Source: an optimization exercise on an open RTL-to-GDS flow (aim: small area, a short achievable clock period and few clock cycles). Production flows keep margins and buffers that such runs may drop. In this exercise RTL edits were held to simulation tests only and were not proved equivalent to the original. Power and IR drop assume default switching activity.

## cv_unit
module cv_unit (
    input  wire        clk,
    input  wire        rst,           
    input  wire        engine_held,   
    input  wire        req_valid,
    output wire        req_ready,
    input  wire        req_write,
    input  wire [11:0] req_addr,      
    input  wire [1:0]  req_size,      
    input  wire [63:0] req_wdata,     
    output reg         rsp_valid,
    output reg  [63:0] rsp_rdata,
    output reg         host_event
);
Settings: LEC_CHECK=0, ABC_CLOCK_PERIOD_IN_PS=2000, CAP_MARGIN=20, CORE_MARGIN=2, CORE_UTILIZATION=40, SETUP_SLACK_MARGIN=5, SLEW_MARGIN=20; clock period 10.0 ns.
run.sh (not shown) runs the stock make flow with config.mk's settings and CLKGATE_MAP_FILE= SYNTH_SCRIPT=/design/flow/synth_recipe.tcl, a recipe that flattens the netlist after the stock synthesis.
Testbench counts at the start, summed over its fixed seeds: cycles 13,195.
Rerun with:
==> flow/flow/run.sh (new file) <==
#!/bin/bash
set -euo pipefail
bash standard.sh SETUP_SLACK_MARGIN=7 finish > flow_make.log 2>&1
==> flow/standard.sh (new file) <==
#!/bin/bash
# synth_recipe.tcl (not shown) runs the flow's synth.tcl, then flattens the netlist and writes it again
# the make line also repeats each setting of config.mk as NAME=value (left out here)
make -C /OpenROAD-flow-scripts/flow DESIGN_CONFIG=/design/flow/config.mk WORK_HOME=/design/flow/orfs CLKGATE_MAP_FILE= SYNTH_SCRIPT=/design/flow/synth_recipe.tcl "${@:-finish}"
SETUP_SLACK_MARGIN = unset   (was 5)
removed: flow/run.sh
Outcome: Power goes up by 17%; worst setup slack is better by 0.79 ns; via count grows by 12%; cell area grows by 36%; wire length rises by 12%; die area does not change; utilization came out higher by 17 points; sequential cell count does not change; global-route usage rises by 4.0 points.

* * *

== quartz ==
cv_unit, a different RTL version from the one above (not shown whole).
Size in the first run: roughly 2,600 cells after synthesis, about 310 flip-flops, about 24,000 µm² of cells after synthesis.
## cv_unit
module cv_unit (
    input  wire        clk,
    input  wire        rst,           
    input  wire        engine_held,   
    input  wire        req_valid,
    output wire        req_ready,
    input  wire        req_write,
    input  wire [11:0] req_addr,      
    input  wire [1:0]  req_size,      
    input  wire [63:0] req_wdata,     
    output reg         rsp_valid,
    output reg  [63:0] rsp_rdata,
    output reg         host_event
);
export LEC_CHECK = 0
export CAP_MARGIN = 20
export CORE_MARGIN = 2
export CORE_UTILIZATION = 40
export SLEW_MARGIN = 20
export SYNTH_HIERARCHICAL = 1
create_clock -name core_clock -period 10.0 [get_ports {clk}]
standard.sh (not shown) runs the stock make flow with config.mk's settings and CLKGATE_MAP_FILE= SYNTH_SCRIPT=/design/flow/synth_recipe.tcl, a recipe that flattens the netlist after the stock synthesis.
==> flow/flow/run.sh <==
#!/bin/bash
set -euo pipefail
bash standard.sh SETUP_SLACK_MARGIN=6.5 finish > flow_make.log 2>&1
quartz | status: complete | timing, DRC, antenna: pass
Testbench counts of quartz, summed over its fixed seeds: cycles 13,387.
Input changes introduced in raven (baseline for comparison: quartz):
==> flow/flow/run.sh <==
#!/bin/bash
set -euo pipefail
bash standard.sh SETUP_SLACK_MARGIN=6.5 "BUFFER_PORTS_ARGS=-buffer_cell sky130_fd_sc_hd__buf_4" finish > flow_make.log 2>&1
==> results.txt <==
Comparing raven and quartz, the higher setup slack is on raven.
Between quartz and raven, the flow reports met2 wire length decreasing by a few percent.
Changes observed in raven relative to quartz: relative contribution of combinational cells to total power dropped 0.2 points; total design power down 0.000072 W.
raven — number of antenna violations at the first check in global routing 3 higher, quartz as reference
Taking quartz as the reference point, the tightest hold margin of raven falls by 0.051 ns.
Peak supply drop: raven worse than quartz

* * *

cv_unit, a different RTL version from the one above (not shown whole).
For scale: ~2,600 cells after synthesis, ~310 flip-flops, about 150 I/O pins, roughly 25,000 um2 of cells after synthesis.
Settings: LEC_CHECK=0, CAP_MARGIN=20, CORE_MARGIN=2, CORE_UTILIZATION=40, SLEW_MARGIN=20, SYNTH_HIERARCHICAL=1; clock period 10.0 ns.
==> flow/flow/run.sh <==
#!/bin/bash
set -euo pipefail
bash standard.sh SETUP_SLACK_MARGIN=6.75 "BUFFER_PORTS_ARGS=-buffer_cell sky130_fd_sc_hd__buf_1" finish > flow_make.log 2>&1
The first run completed without violations.
Testbench counts at the start, summed over its fixed seeds: cycles 13,195.
Rerun with:
==> flow/flow/run.sh (replaced) <==
#!/bin/bash
set -euo pipefail
bash standard.sh SETUP_SLACK_MARGIN=6.5 "BUFFER_PORTS_ARGS=-buffer_cell sky130_fd_sc_hd__buf_1" finish > flow_make.log 2>&1
Effect: Global-route usage drops by 1.8 points. Cell area drops by 11%. Die area does not change. Setup slack loses 33 ps. Wire length drops by about 7.5%. Core utilization drops by 6.0 points. Count of clock-buffer cells in the layout drops by 7. Register-to-register slack loses 30 ps. Power drops by about 2.3%.

* * *

cv_unit, a different RTL version from the one above (not shown whole).
For scale: roughly 2,500 cells after synthesis, ~150 I/O pins, roughly 23,000 µm² of cells after synthesis.
==> flow/design.v (excerpt) <==
module cv_unit (
    input  wire        clk,
    input  wire        rst,           
    input  wire        engine_held,   
    input  wire        req_valid,
    output wire        req_ready,
    input  wire        req_write,
    input  wire [11:0] req_addr,      
    input  wire [1:0]  req_size,      
    input  wire [63:0] req_wdata,     
    output reg         rsp_valid,
    output wire [63:0] rsp_rdata,
    output reg         host_event
);
export LEC_CHECK = 0
export CAP_MARGIN = 20
export CORE_MARGIN = 2
export CORE_UTILIZATION = 40
export PLACE_DENSITY = 0.8
export SLEW_MARGIN = 20
export SYNTH_HIERARCHICAL = 1
create_clock -name core_clock -period 10.0 [get_ports {clk}]
==> flow/flow/run.sh <==
#!/bin/bash
set -euo pipefail
bash standard.sh SETUP_SLACK_MARGIN=6.5 "BUFFER_PORTS_ARGS=-buffer_cell sky130_fd_sc_hd__buf_1" finish > flow_make.log 2>&1
The baseline finished with timing, DRC and antenna clean.
Testbench counts at the start, summed over its fixed seeds: cycles 13,195.
Rerun with:
Settings changed: PLACE_DENSITY 0.8 to 0.7.
The changed run passed the timing, DRC and antenna checks.
Worst hold slack stays flat.
Final cell count stays flat.
Utilization decreases by 0.31 points.
First-iteration DRC count decreases by about a fifth.
Via count decreases slightly.
Non-clock buffer count decreases by 5.
Rerun with:
Settings changed: CTS_BUF_LIST from default to sky130_fd_sc_hd__clkbuf_8.
After rerunning:
- The new run completed without violations
- wire length went up slightly
- non-clock buffer count went up by 6
- worst hold slack is worse by 6.4 ps
- global-route usage went up by 0.24 points
Rerun with:
==> flow/flow/run.sh (replaced) <==
#!/bin/bash
set -euo pipefail
bash standard.sh SETUP_SLACK_MARGIN=6.6 "BUFFER_PORTS_ARGS=-buffer_cell sky130_fd_sc_hd__buf_1" finish > flow_make.log 2>&1
Settings changed: CTS_BUF_LIST sky130_fd_sc_hd__clkbuf_8 to default.
- The changed run finished with timing, DRC and antenna clean
- clock skew goes down by 32 ps
- worst hold slack gains 4.7 ps
- cell count barely changes
Rerun with:
==> flow/flow/run.sh (replaced) <==
#!/bin/bash
set -euo pipefail
bash standard.sh SETUP_SLACK_MARGIN=6.5 "BUFFER_PORTS_ARGS=-buffer_cell sky130_fd_sc_hd__buf_1" finish > flow_make.log 2>&1
Settings changed: GPL_ROUTABILITY_DRIVEN from default to 0, PLACE_DENSITY 0.7 to default.
Outcome: Worst setup slack got worse by 6.6 ps. Synthesized cell count is unchanged. Area after synthesis stays the same. Register-to-register slack hardly moves. Routed wire length went down by 4.6%. Via count falls by 0.31%. Cell count decreases by 1.0%. Fmax is about the same. Total power goes up by 0.34%. Sequential power stays flat. Global-route usage goes down by 2.0 points.

afterwards: timing with drivers on the ports:
The flow's constraints put no driver on any port. The routed layouts listed below were extracted and timed again, unchanged, in two steps. Step 1 assumes that a clkbuf_16 drives the clock port and a buf_2 every other input. Step 2 moves the port delays by t, midway between the first and last clock arrival at a register: inputs arrive t later, outputs are due t later. That takes back most of the time a late clock gives input paths. Slacks: ideal ports / drivers / drivers and shift; pairs: ideal ports / drivers.
run	t, ns	setup WS [ns]	worst hold slack (ns)	worst data-port slew with drivers (ns)	pins driven straight from the clock port
the first run of note 1	0.651	4.851 / 4.851 / 4.363	0.520 / 0.520 / 0.520	0.06	1
the second run of note 1	0.627	5.645 / 5.645 / 5.373	0.550 / 0.550 / 0.550	0.06	1
quartz	0.589	6.416 / 6.416 / 5.923	0.513 / 0.513 / 0.513	0.06	1
raven	0.604	6.428 / 6.428 / 5.981	0.463 / 0.463 / 0.463	0.06	1
the first run of note 3	0.634	6.423 / 6.373 / 6.234	0.522 / 0.522 / 0.522	0.07	1
the second run of note 3	0.612	6.390 / 6.341 / 6.060	0.512 / 0.512 / 0.512	0.07	1
the first run of note 4	0.635	6.168 / 6.112 / 6.039	0.526 / 0.526 / 0.526	0.08	1
the second run of note 4	0.609	6.301 / 6.249 / 6.067	0.528 / 0.528 / 0.528	0.09	1
the third run of note 4	0.619	6.194 / 6.194 / 6.008	0.522 / 0.522 / 0.522	0.09	1
the fourth run of note 4	0.608	6.320 / 6.287 / 6.106	0.526 / 0.526 / 0.526	0.09	1
the fifth run of note 4	0.633	6.314 / 6.258 / 6.042	0.541 / 0.541 / 0.541	0.08	1
After both steps every run listed still meets setup and hold. The setup slack of quartz, which loses most, moves by 0.000 ns with the drivers and by -0.493 ns with both steps.
